Source: an optimization exercise on an open RTL-to-GDS flow (aim: small area and a short achievable clock period). Production flows keep margins and buffers that such runs may drop. Only simulation tests tie the RTL to the original design; equivalence was not proved. Power figures rest on the tool's default switching activity, not on a simulated workload.

**flow/design.v**
```verilog
module egress_arb (
    input  wire        clk,
    input  wire        rst,           
    input  wire [15:0] req,           
    input  wire [15:0] fits,          
    input  wire [79:0] flits,         
    input  wire        map_we,        
    input  wire [3:0]  map_idx,
    input  wire [3:0]  map_val,
    input  wire        commit,        
    input  wire [15:0] clr,           
    output wire        gnt,           
    output wire [3:0]  gnt_idx,       
    output reg  [3:0]  last_win,      
    output wire        busy,          
    output wire [15:0] in_backoff,
    output wire [15:0] capped,        
    output wire [63:0] act_map        
);
    localparam integer KB = 6;        
    reg  [3:0]  map_sh  [0:15];
    reg  [3:0]  map_act [0:15];
    reg  [14:0] lf      [0:15];       
    reg  [12:0] age     [0:15];       
    reg         p1, p2, p3, p4, p5;   
    reg  [15:0] parts;                
    reg  [15:0] sel;                  
    reg  [3:0]  win;
    reg  [3:0]  win_in;
    reg  [4:0]  scnt;                 
    reg  [1:0]  ssub;
    reg         busy_r;
    reg         cmt_pend;
    integer i, b, ia, ba, ib, bb, iw, ic, bc, ac, ir;
    wire [15:0] present;
    reg  [15:0] inbo;
    always @(*)
        for (ir = 0; ir < 16; ir = ir + 1)
            inbo[ir] = |(lf[ir] & (lf[ir] - 15'd1));
    genvar g;
    generate
        for (g = 0; g < 16; g = g + 1) begin : g_pres
            assign present[g]        = req[g] & fits[g] & ~inbo[g];
            assign act_map[4*g +: 4] = map_act[g];
        end
    endgenerate
    assign in_backoff = inbo;
    assign gnt     = p5;
    assign gnt_idx = win;
    assign busy    = busy_r;
    wire idle     = ~(p1 | p2 | p3 | p4 | p5);
    wire any_pres = |present;
    wire open_now = idle & ~busy_r & any_pres;
    reg [15:0] ca;
    reg [3:0]  a_in;
    reg        anyb;
    always @(*) begin
        ca = parts;
        for (ba = 3; ba >= 0; ba = ba - 1) begin
            anyb = 1'b0;
            for (ia = 0; ia < 16; ia = ia + 1)
                anyb = anyb | (ca[ia] & map_act[ia][ba]);
            a_in[ba] = anyb;
            for (ia = 0; ia < 16; ia = ia + 1)
                ca[ia] = ca[ia] & (map_act[ia][ba] | ~anyb);
        end
        for (ba = 12; ba >= KB; ba = ba - 1) begin
            anyb = 1'b0;
            for (ia = 0; ia < 16; ia = ia + 1)
                anyb = anyb | (ca[ia] & age[ia][ba]);
            for (ia = 0; ia < 16; ia = ia + 1)
                ca[ia] = ca[ia] & (age[ia][ba] | ~anyb);
        end
    end
    reg [15:0] cb;
    reg [15:0] wb;
    reg [3:0]  wi;
    reg        anyz, anyc, taken;
    reg [15:0] lowz;
    always @(*) begin
        cb = sel;
        for (ib = 0; ib < 16; ib = ib + 1)
            lowz[ib] = (age[ib][KB-1:0] == {KB{1'b0}});
        anyz = 1'b0;
        for (ib = 0; ib < 16; ib = ib + 1)
            anyz = anyz | (cb[ib] & lowz[ib]);
        for (ib = 0; ib < 16; ib = ib + 1)
            cb[ib] = cb[ib] & (lowz[ib] | ~anyz);
        for (bb = KB - 1; bb >= 0; bb = bb - 1) begin
            anyc = 1'b0;
            for (ib = 0; ib < 16; ib = ib + 1)
                anyc = anyc | (cb[ib] & age[ib][bb]);
            for (ib = 0; ib < 16; ib = ib + 1)
                cb[ib] = cb[ib] & (age[ib][bb] | ~anyc);
        end
        taken = 1'b0;
        wb = 16'd0;
        wi = 4'd0;
        for (ib = 0; ib < 16; ib = ib + 1) begin
            wb[ib] = cb[ib] & ~taken;
            if (cb[ib] & ~taken) wi = ib[3:0];
            taken = taken | cb[ib];
        end
    end
    reg [4:0] win_flits;
    always @(*) begin
        win_flits = 5'd0;
        for (iw = 0; iw < 16; iw = iw + 1)
            win_flits = win_flits | (flits[5*iw +: 5] & {5{sel[iw]}});
    end
    wire scnt_gt2 = (scnt[4] | scnt[3] | scnt[2] | (scnt[1] & scnt[0]));
    wire cmt_any   = commit | cmt_pend;
    wire cmt_apply = cmt_any & idle & ~open_now;
    always @(posedge clk) begin
        if (rst) begin
            p1       <= 1'b0;
            p2       <= 1'b0;
            p3       <= 1'b0;
            p4       <= 1'b0;
            p5       <= 1'b0;
            scnt     <= 5'd0;
            ssub     <= 2'd0;
            busy_r   <= 1'b0;
            cmt_pend <= 1'b0;
            last_win <= 4'd0;
        end else begin
            p1 <= open_now;
            p2 <= p1;
            p3 <= p2 & any_pres;
            p4 <= p3;
            p5 <= p4;
            if (p5)
                last_win <= win_in;
            busy_r <= p4 | p5 | ssub[1] | scnt_gt2;
            if (p5) begin
                ssub <= 2'd2;
                scnt <= win_flits;
            end else if (ssub != 2'd0) begin
                ssub <= ssub - 2'd1;
            end else if (scnt_gt2) begin
                ssub <= 2'd2;
                scnt <= scnt - 5'd2;
            end
            cmt_pend <= cmt_any & ~cmt_apply;
        end
        if (p2)
            parts <= present;
        if (p3) begin
            sel    <= ca;
            win_in <= a_in;
        end
        if (p4) begin
            sel <= wb;
            win <= wi;
        end
    end
    reg [3:0]  sh_n;
    reg [13:0] lf_lo;
    reg        kill, lose;
    always @(posedge clk) begin
        for (i = 0; i < 16; i = i + 1) begin
            if (rst) begin
                map_sh[i]  <= (i < 8) ? 4'd12 : i[3:0] - 4'd8;
                map_act[i] <= (i < 8) ? 4'd12 : i[3:0] - 4'd8;
            end else begin
                sh_n = (map_we && map_idx == i[3:0]) ? map_val : map_sh[i];
                map_sh[i] <= sh_n;
                if (cmt_apply) map_act[i] <= sh_n;
            end
            if (rst || !req[i] || (p5 && sel[i]))
                age[i] <= 13'd0;
            else if (!age[i][12])
                age[i] <= age[i] + 13'd1;
            kill  = rst | clr[i] | (p5 & sel[i]);
            lose  = p5 & parts[i] & ~sel[i];
            lf_lo = {1'b0, lf[i][12:0]} + {13'd0, lose | inbo[i]};
            if (kill)
                lf[i] <= 15'd16;
            else if (lf[i][14])
                lf[i] <= {2'b10, lf_lo[12:0]};
            else
                lf[i] <= {lf[i][14:13] + {1'b0, lf_lo[13]}, lf_lo[12:0]};
        end
    end
    reg [3:0]  cap_lo [0:15];
    reg [3:0]  cap_hi [0:15];
    reg [15:0] capped_r;
    always @(*) begin
        for (ic = 0; ic < 16; ic = ic + 1)
            for (ac = 0; ac < 4; ac = ac + 1) begin
                cap_lo[ic][ac] = (lf[ic][14] | (lf[ic][13] & inbo[ic])) &
                               (map_act[ic][1:0] == ac[1:0]);
                cap_hi[ic][ac] = (map_act[ic][3:2] == ac[1:0]);
            end
        for (bc = 0; bc < 4; bc = bc + 1)
            for (ac = 0; ac < 4; ac = ac + 1) begin
                capped_r[4*bc+ac] = 1'b0;
                for (ic = 0; ic < 16; ic = ic + 1)
                    capped_r[4*bc+ac] = capped_r[4*bc+ac] | (cap_lo[ic][ac] & cap_hi[ic][bc]);
            end
    end
    assign capped = capped_r;
endmodule
```
**flow/run.sh**
```bash
#!/bin/bash
# synth_recipe.tcl (not shown) runs the flow's synth.tcl, then flattens the netlist and writes it again
# the make line also repeats each setting of config.mk as NAME=value (left out here)
make -C /OpenROAD-flow-scripts/flow DESIGN_CONFIG=/design/flow/config.mk WORK_HOME=/design/flow/orfs CLKGATE_MAP_FILE= SYNTH_SCRIPT=/design/flow/synth_recipe.tcl finish
```
**flow/config.mk**
```make
export PLATFORM = sky130hd
export DESIGN_NAME = egress_arb
export DESIGN_NICKNAME = egress_arb
export VERILOG_FILES = /design/flow/design.v
export SDC_FILE = /design/flow/constraint.sdc
export NUM_CORES = 4
export LEC_CHECK = 0
export CAP_MARGIN = 20
export CORE_MARGIN = 2
export CORE_UTILIZATION = 40
export SLEW_MARGIN = 20
```
**flow/constraint.sdc**
```tcl
create_clock -name core_clock -period 42.0 [get_ports {clk}]
set_input_delay 8.4000 -clock core_clock [delete_from_list [all_inputs] [get_ports {clk}]]
set_output_delay 8.4000 -clock core_clock [all_outputs]
set_load 0.01 [all_outputs]
```
==> summary.txt <==
-- flip-flops by register name (all words and copies together), names as in the netlist --
signal    cells
age         208
busy_r        1
cmt_pend      1
last_win      4
lf          240
map_act      64
map_sh       64
p1            1
p2            1
p3            1
p4            1
p5            1
parts        16
scnt          5
sel          16
ssub          2
win           4
win_in        4
-- metal layers --
layer / up-vias / global-route usage / share of wire
li1: 17771 / - / -
met1: 18455 / 0.422 / 0.41
met2: 2043 / 0.505 / 0.43
met3: 511 / 0.0739 / 0.096
met4: 6 / 0.189 / 0.066
met5: - / 0 / 0.00020
-- cell type report --
type | count | area [µm²] | area share
inverter | 182 | 688 | 0.0157
multi-input combinational | 3725 | 23300 | 0.529
tap | 1265 | 1580 | 0.0360
clock inverter | 35 | 343 | 0.00780
antenna | 1 | 2.50 | 0.0000569
clock buffer | 99 | 2120 | 0.0482
timing repair buffer | 298 | 2850 | 0.0648
sequential | 634 | 13100 | 0.298
-- cell usage after synthesis, types with 24 or more instances --
library cell,instances
nor2_1,655
dfxtp_1,594
nand2_1,405
a21oi_1,228
clkbuf_1,210
nand3_1,197
inv_1,180
o21ai_0,165
xor2_1,151
nor3_1,135
xnor2_1,129
nand4_1,108
and3_1,106
or3_1,100
and2_1,91
o211ai_1,86
ha_1,83
nor2b_1,83
a22oi_1,80
mux2i_1,56
nor4_1,47
maj3_1,42
nand2b_1,42
o2111ai_1,41
o22ai_1,41
edfxtp_1,40
a22o_1,38
a32oi_1,38
o21a_1,34
a221oi_1,31
o22a_1,31
nor3b_1,29
o221ai_1,29
a211o_1,27
a31oi_1,24
buf_2,24
or4_1,24
-- logic make-up after synthesis --
group           after synthesis  synth area share
fa+ha+maj                   125            0.0382
buf+inv                     448            0.0481
compound gates             1163             0.220
mux                          56            0.0147
xor+xnor                    280            0.0643
flops                       634             0.343
simple gates               2101             0.271
-- power breakdown --
group / total (mW) / internal (mW) / switching [mW]
logic: 0.558 / 0.182 / 0.375
registers: 0.768 / 0.649 / 0.119
clock network: 0.658 / 0.381 / 0.277
total: 1.98 / 1.21 / 0.771
-- critical path: cells and delay by family (launching register included) --
family                   cells  cell delay [ns]
flip-flops                   1             0.36
AO/OA/AOI/OAI                7             1.85
AND/OR/NAND/NOR              8             1.77
adder cells (fa/ha/maj)      1             0.39
buffers and inverters        1             0.51
-- worst paths after layout --
| kind | start | end | slack, ns | cells after the start |
|---|---|---|---|---|
| max | lf[9][2] | capped[5] | 28.07 | 17 |
| min | map_sh[0][3] | map_sh[0][3] | 0.46 | 1 |
| max reg2reg | parts[6] | sel[10] | 28.90 | 32 |
| min reg2reg | map_sh[0][3] | map_sh[0][3] | 0.46 | 1 |
==> results.sh <==
export IMPL_fin_crit_ns=13.93
export IMPL_synth_edf_count=40
export IMPL_hold_viol=0
export IMPL_placed_area_um2=41500
export IMPL_htree_levels=3
export IMPL_status="complete, no violations"
export IMPL_die_y_um=313
export IMPL_first_pass_iters=6
export IMPL_cp_required_ns=33.60
export IMPL_synth_largest_area_cell="dfxtp_1"
export IMPL_synth_distinct_cells=105
export IMPL_arrival_ns=5.53
export IMPL_cts_resized=0
export IMPL_tightest_slew_ns=1.10
export IMPL_coreArea_um2=94700
export IMPL_ys_ff_latch=634
export IMPL_drt_initial_drc_count=4700
export IMPL_placement_io_buffers=245
export IMPL_async_flop_share=0
export IMPL_cts_buffer_depth=3
export IMPL_cts_buffers=73
export IMPL_num_rows=113
export IMPL_avgRoutedWirePerCell_um=26.7
export IMPL_hp_class="reg -> reg"
export IMPL_dp_hpwl_um=128000
export IMPL_grt_pass1_vias=35876
export IMPL_initial_utilization=0.403
export IMPL_antenna_found_initial=11
export IMPL_relSlewSlack=0.246
export IMPL_dieWidth_um=313
export IMPL_final_cell_mix="nor2_1 (654), dfxtp_1 (593), nand2_1 (404)"
export IMPL_n_fill_cell=9420
export IMPL_slew_violations=0
export IMPL_setup_tns_ns=0
export IMPL_synth_area_um2=38100
export IMPL_cts_sinks=634
export IMPL_synth_avg_cell_area_um2=7.94
export IMPL_clk_pin_slew_worst_paths_ns=0.06
export IMPL_grt_max_degree=50
export IMPL_post_place_ws_ns=28.81
export IMPL_cts_tree="yes"
export IMPL_synthTopCellsByArea="dfxtp_1 (31%), nor2_1 (6.4%), nand2_1 (4.0%), xor2_1 (3.5%), edfxtp_1 (3.1%)"
export IMPL_num_vias=38786
export IMPL_power_density_nw_per_um2=45.1
export IMPL_io_pins=246
export IMPL_grt_usage=0.328
export IMPL_synthCells=4807
export IMPL_yosysWarningCount=7
export IMPL_period_share=0.332
export IMPL_grt_pass1_wl_um=241000
export IMPL_synthesis_nets=5030
export IMPL_fin_area_um2=43900
export IMPL_postRouteAntennaNets=0
export IMPL_via_per_inst=6.22
export IMPL_path_class="reg -> out"
export IMPL_seq_area_frac_synth=0.343
export IMPL_cap_viol_max_count=0
export IMPL_root_buffer="clkbuf_16"
export IMPL_path_max_fanout=6
export IMPL_totalWireLength_um=167000
export IMPL_skew_ns=0.0269
export IMPL_total_power_mw=1.98
export IMPL_end_kind="output pin"
export IMPL_synth_main_ff_cell="dfxtp_1"
export IMPL_setup_viol=0
export IMPL_dieArea_um2=97900
export IMPL_ir_drop_mv=0.0309
export IMPL_utilization=0.464
export IMPL_cts_hold_buf=0
export IMPL_fin_cells=6239
export IMPL_crit_path_cell_trace="nor4_1, nand4b_1, maj3_1, nor3_1, nor2_1, o31ai_1, o2111ai_1, a21oi_1, nor2b_1, nor2b_1, a32oi_1, o221ai_1, nor3_1, o311ai_0, a221oi_1, nand2_1, clkdlybuf4s50_1"
export IMPL_final_common_cell="nor2_1"
export IMPL_clock_fmax_mhz=71.8
export IMPL_worst_hold_slack_ns=0.464
export IMPL_place_inst=6104
export IMPL_cpPeakStageDelay_ns=0.55
export IMPL_drive_gt1_frac=0.0527
export IMPL_insertion_delay_ns=0.66
export IMPL_nets=5137
export IMPL_startpoint_type="flip-flop"
export IMPL_rsz0062_at_grt="false"
export IMPL_grt_overflow=0
export IMPL_synthToLayoutAreaGrowth_pct=15.2
export IMPL_power_leakage_nw=15.6
export IMPL_gp_congestion=1.07
export IMPL_post_cts_buffers=0
export IMPL_setup_ws_ns=28.07
export IMPL_drcViolationCount=0
export IMPL_slowest_stage="nor4_1"
export IMPL_synth_top_cell_area_share=0.312

## what the ideal ports hide
The results above use ideal ports. As a check the final layout listed here was re-extracted and re-timed, cells and wires unchanged. Step 1: set_driving_cell puts a clkbuf_16 on clk and a buf_2 on each other input, an assumption about the parent block. Step 2 adds t to the input delays and takes it off the output delays; t is the mean of the earliest and latest rising clock arrival at the registers after step 1. Input paths then give back, and output paths get back, about the clock's delay inside the block. Three values: ideal, step 1, step 2; two values: the first two.
t, ns: 0.714
setup WS [ns]: 28.072 / 28.005 / 28.718
worst setup path at the end: register to output
latest minus earliest clock arrival (ns): 0.027 / 0.027
After both steps setup and hold are still met in this run. For this run, drivers alone change the setup slack by -0.067 ns; drivers and shift together by +0.646 ns.
